From an optimization exercise on the open Yosys and OpenROAD flow, aimed at small area, a short achievable clock period and few clock cycles; shortcuts taken in it are not production practice.
The RTL was checked by simulation tests, not by an equivalence proof against the original design.
Power is estimated from default activity; no workload was simulated.

===== design.v =====
module oarva_core (
    input  wire        clk,
    input  wire        rst,           
    input  wire [2:0]  core_id,       
    input  wire        shadow,        
    output wire [11:0] imem_addr,
    input  wire [31:0] imem_rdata,
    output wire [10:0] dmem_addr,
    output wire [3:0]  dmem_we,
    output wire [31:0] dmem_wdata,
    input  wire [31:0] dmem_rdata,
    output wire        halted,
    output wire [3:0]  exc_cause,     
    output wire [11:0] halt_pc,       
    output wire [23:0] exc_addr,      
    output wire [3:0]  flags          
);
    localparam [3:0] EXC_ILLEGAL     = 4'h1,
                     EXC_DMEM_BOUNDS = 4'h2,
                     EXC_TRAP        = 4'h6;
    localparam [2:0] R_ADD = 3'd0, R_LOG = 3'd1, R_SHF = 3'd2, R_MUL = 3'd3,
                     R_B   = 3'd4;
    reg        halted_q;
    reg        fz, fn, fc, fv;
    reg [3:0]  cause_q;
    reg [11:0] epc_q;
    reg [23:0] eaddr_q;
    reg [31:0] rf [1:31];
    reg [31:1] rv;
    reg [11:0] pc_f;          
    reg [11:0] d_pc;          
    reg        d_valid;
    reg        replay;        
    reg [31:0] ir_hold;
    reg        ex_valid;
    reg [11:0] ex_pc;
    reg [31:0] ex_a, ex_b;
    reg [15:0] ex_imm;
    reg [4:0]  ex_rd;
    reg        ex_we;         
    reg [2:0]  ex_rsel;
    reg        ex_sub;
    reg [1:0]  ex_cin;        
    reg        ex_set_zn, ex_set_cv, ex_set_sh;
    reg [1:0]  ex_lop;        
    reg [1:0]  ex_shk;        
    reg        ex_mulh, ex_muls;
    reg        ex_load, ex_store;
    reg [2:0]  ex_mk;         
    reg        ex_w4, ex_w2;   
    reg        ex_bcc;
    reg        ex_jmp;        
    reg        ex_jreg;       
    reg        ex_ill, ex_halt, ex_trap;
    reg [2:0]  mc;
    reg [31:0] acc_s, acc_c;
    reg        acc_co;
    reg [23:0] mlo;
    reg        st_pend;
    reg [3:0]  st_we;
    reg [10:0] st_addr;
    reg [31:0] st_data;
    reg        wb_we;
    reg [4:0]  wb_rd;
    reg        wb_load;
    reg [2:0]  wb_lk;
    reg [1:0]  wb_lo;
    reg [31:0] wb_res;
    reg [31:0] ld_val;
    always @(*) begin
        case (wb_lk)
            3'd0: ld_val = dmem_rdata;
            3'd1: ld_val = wb_lo[1] ? {{16{dmem_rdata[31]}}, dmem_rdata[31:16]}
                                    : {{16{dmem_rdata[15]}}, dmem_rdata[15:0]};
            3'd2: ld_val = wb_lo[1] ? {16'h0, dmem_rdata[31:16]}
                                    : {16'h0, dmem_rdata[15:0]};
            default: begin
                case (wb_lo)
                    2'd0: ld_val = {24'h0, dmem_rdata[7:0]};
                    2'd1: ld_val = {24'h0, dmem_rdata[15:8]};
                    2'd2: ld_val = {24'h0, dmem_rdata[23:16]};
                    default: ld_val = {24'h0, dmem_rdata[31:24]};
                endcase
                if (wb_lk == 3'd3) ld_val[31:8] = {24{ld_val[7]}};
            end
        endcase
    end
    wire [31:0] wb_val = wb_load ? ld_val : wb_res;
    wire [31:0] add_bx  = ex_sub ? ~ex_b : ex_b;
    wire        add_ci  = ex_cin[1] ? (fc ^ ex_cin[0]) : ex_cin[0];
    wire [32:0] add_sum = {1'b0, ex_a} + {1'b0, add_bx} + {32'h0, add_ci};
    wire [31:0] add_r   = add_sum[31:0];
    wire        add_c   = ex_sub ? ~add_sum[32] : add_sum[32];
    wire        add_v   = (ex_a[31] ^ add_r[31]) & ~(ex_a[31] ^ add_bx[31]);
    reg [31:0] log_r;
    always @(*) begin
        case (ex_lop)
            2'd0:    log_r = ex_a & ex_b;
            2'd1:    log_r = ex_a | ex_b;
            2'd2:    log_r = ex_a ^ ex_b;
            default: log_r = ex_a & ~ex_b;
        endcase
    end
    function [31:0] rev32(input [31:0] x);
        integer k;
        for (k = 0; k < 32; k = k + 1) rev32[k] = x[31 - k];
    endfunction
    wire        sh_left = (ex_shk == 2'd0);
    wire [31:0] sh_in   = sh_left ? rev32(ex_a) : ex_a;
    wire        sh_fill = (ex_shk == 2'd2) & ex_a[31];
    wire [4:0]  sh_amt  = ex_b[4:0];
    wire [33:0] sh_w    = $signed({sh_fill, sh_in, 1'b0}) >>> sh_amt;
    wire [31:0] sh_o    = sh_w[32:1];
    wire [31:0] sh_r    = sh_left ? rev32(sh_o) : sh_o;
    wire        sh_c    = sh_w[0];
    wire        sh_nz   = (sh_amt != 5'd0);
    reg  [7:0]  m_ch;
    always @(*) begin
        case (mc[1:0])
            2'd0: m_ch = ex_b[7:0];
            2'd1: m_ch = ex_b[15:8];
            2'd2: m_ch = ex_b[23:16];
            default: m_ch = ex_b[31:24];
        endcase
    end
    wire        m_first = (mc == 3'd0);
    wire [39:0] m_r0 = {8'h0, acc_s & {32{~m_first}}};
    wire [39:0] m_r1 = {8'h0, acc_c & {32{~m_first}}};
    wire [39:0] m_p0 = {8'h0, ex_a & {32{m_ch[0]}}};
    wire [39:0] m_p1 = {7'h0, ex_a & {32{m_ch[1]}}, 1'h0};
    wire [39:0] m_p2 = {6'h0, ex_a & {32{m_ch[2]}}, 2'h0};
    wire [39:0] m_p3 = {5'h0, ex_a & {32{m_ch[3]}}, 3'h0};
    wire [39:0] m_p4 = {4'h0, ex_a & {32{m_ch[4]}}, 4'h0};
    wire [39:0] m_p5 = {3'h0, ex_a & {32{m_ch[5]}}, 5'h0};
    wire [39:0] m_p6 = {2'h0, ex_a & {32{m_ch[6]}}, 6'h0};
    wire [39:0] m_p7 = {1'h0, ex_a & {32{m_ch[7]}}, 7'h0};
    wire [39:0] s1a = m_r0 ^ m_r1 ^ m_p0;
    wire [39:0] c1a = {(m_r0 & m_r1 | m_r0 & m_p0 | m_r1 & m_p0), 1'b0};
    wire [39:0] s1b = m_p1 ^ m_p2 ^ m_p3;
    wire [39:0] c1b = {(m_p1 & m_p2 | m_p1 & m_p3 | m_p2 & m_p3), 1'b0};
    wire [39:0] s1c = m_p4 ^ m_p5 ^ m_p6;
    wire [39:0] c1c = {(m_p4 & m_p5 | m_p4 & m_p6 | m_p5 & m_p6), 1'b0};
    wire [39:0] s2a = s1a ^ c1a ^ s1b;
    wire [39:0] c2a = {(s1a & c1a | s1a & s1b | c1a & s1b), 1'b0};
    wire [39:0] s2b = c1b ^ s1c ^ c1c;
    wire [39:0] c2b = {(c1b & s1c | c1b & c1c | s1c & c1c), 1'b0};
    wire [39:0] s3  = s2a ^ c2a ^ s2b;
    wire [39:0] c3  = {(s2a & c2a | s2a & s2b | c2a & s2b), 1'b0};
    wire [39:0] s4  = s3 ^ c3 ^ c2b;
    wire [39:0] c4  = {(s3 & c3 | s3 & c2b | c3 & c2b), 1'b0};
    wire [39:0] s5  = s4 ^ c4 ^ m_p7;
    wire [39:0] c5  = {(s4 & c4 | s4 & m_p7 | c4 & m_p7), 1'b0};
    wire [8:0]  m_lo = {1'b0, s5[7:0]} + {1'b0, c5[7:0]} + {8'h0, acc_co & ~m_first};
    wire [31:0] m_x  = (ex_muls & ex_a[31]) ? ex_b : 32'h0;
    wire [31:0] m_y  = (ex_muls & ex_b[31]) ? ex_a : 32'h0;
    wire [31:0] s6   = acc_s ^ acc_c ^ ~m_x;
    wire [31:0] c6   = {(acc_s & acc_c | acc_s & ~m_x | acc_c & ~m_x), acc_co};
    wire [31:0] s7   = s6 ^ c6 ^ ~m_y;
    wire [31:0] c7   = {(s6 & c6 | s6 & ~m_y | c6 & ~m_y), 1'b1};
    wire [31:0] m_hi = s7 + c7 + 32'd1;
    wire [31:0] mul_r = ex_mulh ? m_hi : {m_lo[7:0], mlo};
    wire        m_last = ex_mulh ? (mc == 3'd4) : (mc == 3'd3);
    wire        ex_busy = ex_valid & (ex_rsel == R_MUL) & ~m_last;
    reg [31:0] ex_res;
    always @(*) begin
        case (ex_rsel)
            R_ADD:   ex_res = add_r;
            R_LOG:   ex_res = log_r;
            R_SHF:   ex_res = sh_r;
            R_MUL:   ex_res = mul_r;
            default: ex_res = ex_b;
        endcase
    end
    reg cond_ok;
    always @(*) begin
        case (ex_imm[15:12])             
            4'd0:  cond_ok = 1'b1;
            4'd1:  cond_ok = fz;
            4'd2:  cond_ok = ~fz;
            4'd3:  cond_ok = fc;
            4'd4:  cond_ok = ~fc;
            4'd5:  cond_ok = ~fc & ~fz;
            4'd6:  cond_ok = fc | fz;
            4'd7:  cond_ok = fn ^ fv;
            4'd8:  cond_ok = ~(fn ^ fv);
            4'd9:  cond_ok = ~fz & ~(fn ^ fv);
            4'd10: cond_ok = fz | (fn ^ fv);
            4'd11: cond_ok = fn;
            4'd12: cond_ok = ~fn;
            4'd13: cond_ok = fv;
            default: cond_ok = ~fv;
        endcase
    end
    wire        ex_redirect = ex_valid & (ex_jmp | (ex_bcc & cond_ok));
    wire [11:0] ex_tgt = ex_jreg ? ex_a[11:0] : ex_imm[11:0];
    wire [31:0] daddr = ex_a + {{16{ex_imm[15]}}, ex_imm};
    wire        misaligned = (ex_w4 & (daddr[1:0] != 2'b00)) | (ex_w2 & daddr[0]);
    wire        oor = (daddr[31:13] != 19'h0);
    wire        bounds_err = (ex_load | ex_store) & (misaligned | oor);
    wire        ex_fire = ex_valid & ~ex_busy;
    wire        ex_exc  = ex_fire & (ex_ill | bounds_err | ex_halt | ex_trap);
    wire        ex_ok   = ex_fire & ~ex_ill & ~bounds_err & ~ex_halt & ~ex_trap;
    reg [3:0]  sm;
    reg [31:0] sd;
    always @(*) begin
        case (ex_mk[1:0])
            2'd0:    begin sm = 4'b1111;               sd = ex_b; end
            2'd1:    begin sm = 4'b0011 << daddr[1:0]; sd = {2{ex_b[15:0]}}; end
            default: begin sm = 4'b0001 << daddr[1:0]; sd = {4{ex_b[7:0]}}; end
        endcase
    end
    wire [31:0] di   = replay ? ir_hold : imem_rdata;
    wire [5:0]  op   = di[31:26];
    wire [4:0]  rd   = di[25:21];
    wire [4:0]  ra   = di[20:16];
    wire [4:0]  rb   = di[15:11];
    wire [15:0] imm  = di[15:0];
    wire [3:0]  func = di[3:0];
    wire op_addi  = (op == 6'h01);
    wire op_alu   = (op == 6'h02);
    wire op_cmpi  = (op == 6'h03);
    wire op_logi  = (op == 6'h04) | (op == 6'h05) | (op == 6'h06);
    wire op_lui   = (op == 6'h07);
    wire op_shi   = (op == 6'h08) | (op == 6'h09) | (op == 6'h0A);
    wire op_load  = (op == 6'h10) | (op == 6'h11) | (op == 6'h12) |
                    (op == 6'h13) | (op == 6'h14);
    wire op_store = (op == 6'h18) | (op == 6'h19) | (op == 6'h1A);
    wire op_bcc   = (op == 6'h20);
    wire op_bl    = (op == 6'h21);
    wire op_jr    = (op == 6'h22);
    wire op_jalr  = (op == 6'h23);
    wire op_sys   = (op == 6'h3E);
    reg d_ill;
    always @(*) begin
        d_ill = 1'b0;
        if (op_alu && (di[10:4] != 7'h0 || ((func == 4'hE || func == 4'hF) && rd != 5'd0))) d_ill = 1'b1;
        if (op_cmpi && rd != 5'd0) d_ill = 1'b1;
        if (op_lui && ra != 5'd0) d_ill = 1'b1;
        if (op_shi && imm[15:5] != 11'h0) d_ill = 1'b1;
        if (op_bcc && (di[21:12] != 10'h0 || di[25:22] == 4'd15)) d_ill = 1'b1;
        if (op_bl && di[25:12] != 14'h0) d_ill = 1'b1;
        if (op_jr && (imm != 16'h0 || rd != 5'd0)) d_ill = 1'b1;
        if (op_jalr && imm != 16'h0) d_ill = 1'b1;
        if (op_sys && (di[20:4] != 17'h0 || func > 4'd4 || (func != 4'd4 && rd != 5'd0))) d_ill = 1'b1;
        if (!(op_addi | op_alu | op_cmpi | op_logi | op_lui | op_shi | op_load |
              op_store | op_bcc | op_bl | op_jr | op_jalr | op_sys)) d_ill = 1'b1;
    end
    wire a_used = op_addi | op_alu | op_cmpi | op_logi | op_shi | op_load |
                  op_store | op_jr | op_jalr;
    wire b_reg  = op_alu | op_store;
    wire [4:0] rb2 = (op[4] & op[3]) ? rd : rb;       
    wire [4:0] d_wrd = op_bl ? 5'd31 : rd;
    wire d_writes = op_addi | op_alu | op_logi | op_lui | op_shi | op_bl |
                    op_jalr | (op_sys & func == 4'd4);
    wire d_we = d_writes & (d_wrd != 5'd0);
    wire [11:0] d_pc1 = d_pc + 12'd1;
    wire [31:0] b_const =
        ((op_addi | op_cmpi) ? {{16{imm[15]}}, imm} : 32'h0) |
        ((op_logi | op_shi)  ? {16'h0, imm}         : 32'h0) |
        (op_lui              ? {imm, 16'h0}         : 32'h0) |
        ((op_bl | op_jalr)   ? {20'h0, d_pc1}       : 32'h0) |
        (op_sys              ? {23'h0, shadow, 5'h0, core_id} : 32'h0);
    wire        ex_wr  = ex_valid & ex_we;
    wire [31:0] rvf    = {rv, 1'b0};
    wire [31:0] rf_a   = rvf[ra]  ? rf[ra]  : 32'h0;
    wire [31:0] rf_b   = rvf[rb2] ? rf[rb2] : 32'h0;
    wire [31:0] opa = (ex_wr && ex_rd == ra)  ? ex_res :
                      (wb_we && wb_rd == ra)  ? wb_val : rf_a;
    wire [31:0] opb = !b_reg ? b_const :
                      (ex_wr && ex_rd == rb2) ? ex_res :
                      (wb_we && wb_rd == rb2) ? wb_val : rf_b;
    wire ld_use = ex_valid & ex_load & (ex_rd != 5'd0) &
                  ((a_used & (ra == ex_rd)) | (b_reg & (rb2 == ex_rd)));
    wire ld_st  = ex_valid & ex_store & op_load;
    wire d_stall = ex_busy | (d_valid & (ld_use | ld_st));
    reg [2:0] d_rsel;
    reg       d_sub;
    reg [1:0] d_cin;
    reg       d_set_zn, d_set_cv, d_set_sh;
    reg [1:0] d_lop, d_shk;
    always @(*) begin
        d_rsel = R_B; d_sub = 1'b0; d_cin = 2'd0;
        d_set_zn = 1'b0; d_set_cv = 1'b0; d_set_sh = 1'b0;
        d_lop = 2'd0; d_shk = 2'd0;
        if (op_addi) begin d_rsel = R_ADD; d_set_zn = 1'b1; d_set_cv = 1'b1; end
        if (op_cmpi) begin d_rsel = R_ADD; d_sub = 1'b1; d_cin = 2'd1; d_set_zn = 1'b1; d_set_cv = 1'b1; end
        if (op_logi) begin d_rsel = R_LOG; d_lop = op[1:0]; d_set_zn = 1'b1; end
        if (op_shi)  begin d_rsel = R_SHF; d_shk = op[1:0]; d_set_zn = 1'b1; d_set_sh = 1'b1; end
        if (op_alu) begin
            d_set_zn = 1'b1;
            case (func)
                4'h0: begin d_rsel = R_ADD; d_set_cv = 1'b1; end
                4'h1: begin d_rsel = R_ADD; d_cin = 2'd2; d_set_cv = 1'b1; end
                4'h2: begin d_rsel = R_ADD; d_sub = 1'b1; d_cin = 2'd1; d_set_cv = 1'b1; end
                4'h3: begin d_rsel = R_ADD; d_sub = 1'b1; d_cin = 2'd3; d_set_cv = 1'b1; end
                4'h4: begin d_rsel = R_LOG; d_lop = 2'd0; end
                4'h5: begin d_rsel = R_LOG; d_lop = 2'd1; end
                4'h6: begin d_rsel = R_LOG; d_lop = 2'd2; end
                4'h7: begin d_rsel = R_LOG; d_lop = 2'd3; end
                4'h8: begin d_rsel = R_SHF; d_shk = 2'd0; d_set_sh = 1'b1; end
                4'h9: begin d_rsel = R_SHF; d_shk = 2'd1; d_set_sh = 1'b1; end
                4'hA: begin d_rsel = R_SHF; d_shk = 2'd2; d_set_sh = 1'b1; end
                4'hB, 4'hC, 4'hD: d_rsel = R_MUL;
                4'hE: begin d_rsel = R_ADD; d_sub = 1'b1; d_cin = 2'd1; d_set_cv = 1'b1; end
                default: begin d_rsel = R_LOG; d_lop = 2'd0; end
            endcase
        end
    end
    assign imem_addr = ex_redirect ? ex_tgt : pc_f;
    always @(posedge clk) begin
        if (wb_we && !halted_q)
            rf[wb_rd] <= wb_val;
        ir_hold <= di;
    end
    always @(posedge clk) begin
        if (rst) begin
            halted_q <= 1'b0;
            fz <= 1'b0; fn <= 1'b0; fc <= 1'b0; fv <= 1'b0;
            cause_q <= 4'h0;
            epc_q   <= 12'h000;
            eaddr_q <= 24'h0;
            rv      <= 31'h0;
            pc_f    <= 12'h000;
            d_pc    <= 12'h000;
            d_valid <= 1'b0;
            replay  <= 1'b0;
            ex_valid <= 1'b0;
            mc      <= 3'd0;
            st_pend <= 1'b0;
            st_we   <= 4'h0;
            wb_we   <= 1'b0;
        end else if (!halted_q) begin
            if (wb_we)
                rv[wb_rd] <= 1'b1;
            wb_we   <= ex_ok & (ex_we | (ex_load & (ex_rd != 5'd0)));
            wb_rd   <= ex_rd;
            wb_load <= ex_load;
            wb_lk   <= ex_mk;
            wb_lo   <= daddr[1:0];
            wb_res  <= ex_res;
            st_pend <= ex_ok & ex_store;
            st_we   <= (ex_ok & ex_store) ? sm : 4'h0;
            st_addr <= daddr[12:2];
            st_data <= sd;
            if (ex_exc) begin
                halted_q <= 1'b1;
                if (ex_ill) begin
                    cause_q <= EXC_ILLEGAL;
                    epc_q   <= ex_pc;
                    eaddr_q <= {10'h0, ex_pc, 2'b00};
                end else if (bounds_err) begin
                    cause_q <= EXC_DMEM_BOUNDS;
                    epc_q   <= ex_pc;
                    eaddr_q <= daddr[23:0];
                end else if (ex_trap) begin
                    cause_q <= EXC_TRAP;
                    epc_q   <= ex_pc + 12'd1;
                    eaddr_q <= {10'h0, ex_pc, 2'b00};
                end else begin
                    epc_q   <= ex_pc + 12'd1;
                end
            end
            if (ex_ok) begin
                if (ex_set_zn) begin
                    fz <= (ex_res == 32'h0);
                    fn <= ex_res[31];
                end
                if (ex_set_cv) begin
                    fc <= add_c;
                    fv <= add_v;
                end
                if (ex_set_sh && sh_nz)
                    fc <= sh_c;
            end
            if (ex_valid && ex_rsel == R_MUL) begin
                acc_s  <= s5[39:8];
                acc_c  <= c5[39:8];
                acc_co <= m_lo[8];
                mlo    <= {m_lo[7:0], mlo[23:8]};
            end
            mc <= ex_busy ? mc + 3'd1 : 3'd0;
            if (!ex_busy) begin
                ex_valid  <= d_valid & ~d_stall & ~ex_redirect;
                ex_pc     <= d_pc;
                ex_a      <= opa;
                ex_b      <= opb;
                ex_imm    <= op_bcc ? {di[25:22], di[11:0]} : imm;
                ex_rd     <= d_wrd;
                ex_we     <= d_we;
                ex_rsel   <= d_rsel;
                ex_sub    <= d_sub;
                ex_cin    <= d_cin;
                ex_set_zn <= d_set_zn;
                ex_set_cv <= d_set_cv;
                ex_set_sh <= d_set_sh;
                ex_lop    <= d_lop;
                ex_shk    <= d_shk;
                ex_mulh   <= (func != 4'hB);
                ex_muls   <= (func == 4'hD);
                ex_load   <= op_load;
                ex_store  <= op_store;
                ex_mk     <= op[2:0];
                ex_w4     <= (op[2:0] == 3'd0);
                ex_w2     <= (op[2:0] == 3'd1) | (op_load & (op[2:0] == 3'd2));
                ex_bcc    <= op_bcc;
                ex_jmp    <= op_bl | op_jr | op_jalr;
                ex_jreg   <= op_jr | op_jalr;
                ex_ill    <= d_ill;
                ex_halt   <= op_sys & (func == 4'd1);
                ex_trap   <= op_sys & (func == 4'd2);
            end
            if (ex_redirect) begin
                pc_f    <= ex_tgt + 12'd1;
                d_pc    <= ex_tgt;
                d_valid <= 1'b1;
                replay  <= 1'b0;
            end else if (d_stall) begin
                replay  <= 1'b1;
            end else begin
                pc_f    <= pc_f + 12'd1;
                d_pc    <= pc_f;
                d_valid <= 1'b1;
                replay  <= 1'b0;
            end
        end
    end
    assign dmem_addr  = st_pend ? st_addr : daddr[12:2];
    assign dmem_we    = st_we;
    assign dmem_wdata = st_data;
    assign halted    = halted_q;
    assign exc_cause = cause_q;
    assign halt_pc   = epc_q;
    assign exc_addr  = eaddr_q;
    assign flags     = {fv, fc, fn, fz};
endmodule

===== run.sh =====
#!/bin/bash
# synth_recipe.tcl (not shown) runs the flow's synth.tcl, then flattens the netlist and writes it again
# the make line also repeats each setting of config.mk as NAME=value (left out here)
make -C /OpenROAD-flow-scripts/flow DESIGN_CONFIG=/design/flow/config.mk WORK_HOME=/design/flow/orfs CLKGATE_MAP_FILE= SYNTH_SCRIPT=/design/flow/synth_recipe.tcl finish

===== config.mk =====
export PLATFORM = sky130hd
export DESIGN_NAME = oarva_core
export DESIGN_NICKNAME = oarva_core
export VERILOG_FILES = /design/flow/design.v
export SDC_FILE = /design/flow/constraint.sdc
export NUM_CORES = 4
export LEC_CHECK = 0
export CAP_MARGIN = 20
export CORE_MARGIN = 2
export CORE_UTILIZATION = 40
export SLEW_MARGIN = 20

===== constraint.sdc =====
create_clock -name core_clock -period 16.0 [get_ports {clk}]
set_input_delay 3.2000 -clock core_clock [delete_from_list [all_inputs] [get_ports {clk}]]
set_output_delay 3.2000 -clock core_clock [all_outputs]
set_load 0.01 [all_outputs]

==> impl_metrics.json <==
{
  "cp_slowest_cell": "buf_4",
  "cts_tree": "done",
  "drc": 0,
  "postCtsHoldBufs": 0,
  "syn_to_final_growth_pct": 12.3,
  "synth_ff_type": "edfxtp_1",
  "cp.required_ns": 16.53,
  "cts_setup_buffers": 0,
  "seq_area_um2": 41700,
  "finish.utilization_pct": 45.2,
  "detailroute.via_count": 73436,
  "critPathMaxFanout": 92,
  "synthDistinctLibCells": 91,
  "die_w_um": 477,
  "p_leak_nw": 35.7,
  "first_global_vias": 69548,
  "die_area_um2": 227000,
  "fin_worst_skew_ns": 0.0526,
  "p_clk_share_pct": 32.8,
  "grt_use_met1_pct": 40.6,
  "dp.cells": 11161,
  "irDropWorstVdd_v": 0.0000924,
  "grt_pass1_wl_um": 507000,
  "antenna_found_initial": 26,
  "combPwrFrac_pct": 28.2,
  "cts.htree.levels": 4,
  "clk_pin_slew_ns": 0.06,
  "fin_crit_sh_pct": 55.1,
  "slowest_delay_ns": 0.79,
  "powerDensity_nw_per_um2": 112,
  "synth_xor_area_share_pct": 1.79,
  "rsz0062_at_grt": "no",
  "final_common_cell": "nand2_1",
  "critPathKind": "in -> reg",
  "fmax_mhz": 113,
  "final_hold_viol_count": 0,
  "fp.coreArea_um2": 222000,
  "synth_compound_area_share_pct": 12.5,
  "intPower_mw": 7.49,
  "cts.sinks": 1435,
  "initial_core_util_pct": 40.2,
  "synth-simple-area-share_pct": 15.4,
  "drv_cap": 0,
  "dr.first_iter.drc_count": 11063,
  "hpwlAfterDp_um": 230000,
  "synth_warnings": 1,
  "drive_gt1_share_pct": 11.5,
  "met3_usage_pct": 8.00,
  "p_sw_mw": 3.79,
  "synth_seq_cells": 1435,
  "crit_buf_inv": 5,
  "slew_headroom_pct": 15.4,
  "path_cells": "clkdlybuf4s50_1 > nor2b_1 > a32o_1 > buf_4 > mux2i_4 > buf_12 > buf_4 > buf_12 > mux4_2 > nor2b_1 > a211oi_1 > a21oi_1 > a21oi_1 > nor2_1 > a211oi_1 > o221ai_1",
  "gp_congestion": 1.02,
  "setup_viol": 0,
  "hold_slack_ns": 0.419,
  "synth_mux_area_share_pct": 9.92,
  "period_needed_ns": 8.81,
  "met2_usage_pct": 45.4,
  "multi_input_area_um2": 44600,
  "clock_latency_ns": 0.85,
  "numCtsBuffers": 161,
  "cts_resized": 0,
  "start_kind": "input pin",
  "synth.net_count": 8952,
  "die_h_um": 477,
  "tightest_slew_ns": 1.27,
  "port_buffers": 172,
  "synth-edff-count": 1292,
  "ant_nets": 0,
  "routed_wl_um": 357000,
  "yosysSeqAreaShare_pct": 46.6,
  "grt_max_degree": 170,
  "wl_per_cell_um": 31.1,
  "status": "finished clean",
  "tns_ns": 0,
  "final_cell_mix": "1506 x nand2_1, 1292 x edfxtp_1, 483 x a21oi_1",
  "end_kind": "flip-flop",
  "nets": 8903,
  "clock_path_buffers": 3,
  "track_usage_pct": 30.5,
  "netlist_instances": 8399,
  "synth_top_family_by_area": "simple AND/OR/NAND/NOR gates",
  "n_fill_cell": 20515,
  "critPathArrivalTime_ns": 9.35,
  "overflow": 0,
  "min_path_type": "reg -> reg",
  "top_usage_layer": "met2",
  "cts-root-buf": "clkbuf_16",
  "viasPerCell": 6.40,
  "power_frac_seq_pct": 39.0,
  "p_sw_share_pct": 33.6,
  "pin_count": 174,
  "rows": 173,
  "syn_avg_cell_area_um2": 10.7,
  "first_pass_iters": 7,
  "synthAdderAreaFrac_pct": 9.39,
  "ys_async_sr_fraction_pct": 0,
  "critPathTopFamily": "buffers and inverters",
  "syn_area_um2": 89500,
  "drv_slew": 0,
  "layout.cells.non_filler": 11469
}
## layout make-up
type / instances / share of cell area, %
clock buffer: 198 / 4.21
inverter: 364 / 1.38
antenna: 12 / 0.0299
tap: 2975 / 3.71
sequential: 1435 / 41.5
multi-input combinational: 5951 / 44.4
clock inverter: 97 / 0.962
timing repair buffer: 437 / 3.81
## synthesized netlist by cell type (142+ instances only)
master / number / share of area (%)
o21ai_0: 208 / 1.2
dfxtp_1: 143 / 3.2
a211oi_1: 194 / 1.6
nor2_1: 482 / 2.0
clkbuf_1: 538 / 2.3
nand2_1: 1506 / 6.3
ha_1: 171 / 2.4
fa_1: 312 / 7.0
mux2i_1: 213 / 2.4
a21oi_1: 504 / 2.8
and3_1: 142 / 0.99
nand3_1: 349 / 2.0
and2_1: 247 / 1.7
inv_1: 358 / 1.5
edfxtp_1: 1292 / 43
a311oi_1: 241 / 2.4
mux4_2: 267 / 6.7
## stage by stage
stage,setup WS (ns),area [um^2],power [mW]
detailed placement,6.46,95200,7.55
global route,6.88,100000,11.7
CTS,7.33,100000,11.2
global placement,6.54,95100,7.52
finish,7.19,100000,11.3
floorplan,2.87,89500,6.37
## flip-flops by register name, indices dropped and copies added (netlist names), 16 cells and up
name and flops:
st_data 32, rf 992, wb_res 32, acc_c 32
ex_b 32, ir_hold 32, ex_imm 16, acc_s 31
rv 31, mlo 24, eaddr_q 24, ex_a 32
## per-layer routing
layer	wire length, um	vias to the layer above
li1	-	30819
met1	136000	36561
met2	155000	5061
met3	43700	985
met4	22900	10
met5	58	-
## power by group through the flow
stage / Clock [mW] / Sequential, mW / Combinational [mW]
4_1_cts: 3.74 / 4.40 / 3.11
2_1_floorplan: 0 / 4.47 / 1.91
5_1_grt: 3.89 / 4.40 / 3.38
3_5_place_dp: 0 / 4.47 / 3.07
6_report: 3.70 / 4.40 / 3.18
3_3_place_gp: 0 / 4.47 / 3.05
## cell families (layout without fill, tap and decap cells)
kind of cell,count (synthesis),in the layout
simple gates,3070,3070
compound gates,1668,1668
flops,1435,1435
buf+inv,1013,1096
mux,545,545
fa+ha+maj,484,484
xor+xnor,183,183
other cells,1,13
## final timing paths
check | start | to | slack [ns] | depth (start not counted)
hold / removal | ex_mk[2]$_DFFE_PP_ | wb_lk[2]$_DFFE_PP_ | 0.42 | 0
setup / recovery | imem_rdata[29] | ex_b[18]$_DFFE_PP_ | 7.19 | 16
hold reg to reg | ex_mk[2]$_DFFE_PP_ | wb_lk[2]$_DFFE_PP_ | 0.42 | 0
setup reg to reg | mc[0]$_SDFFE_PP0N_ | fz$_SDFFE_PP0P_ | 8.31 | 22
Testbench counts, summed over its fixed seeds: cycles 48,546.

==> afterwards: timing with drivers on the ports <==
No port has a modelled driver above. Below, the same layout with a new extraction and two added sets of constraints. Step 1 sets driving cells, clkbuf_16 on the clock port and buf_2 on the other inputs (assumed; they add their load-dependent delay and slew). Step 2 times the ports against the registers' clock, not the clock port: input delays grow and output delays shrink by t, the midpoint of the rising clock arrivals with the driver on. a / b / c = ideal / step 1 / step 2; a / b = the first two.
shift t [ns]: 0.918
setup WS [ns]: 7.186 / 7.253 / 6.335
worst hold slack (ns): 0.419 / 0.419 / 0.419
pins driven straight from the clock port: 1
After both steps this run still meets setup and hold. The setup slack of this run moves by +0.067 ns with the drivers and by -0.851 ns with both steps.
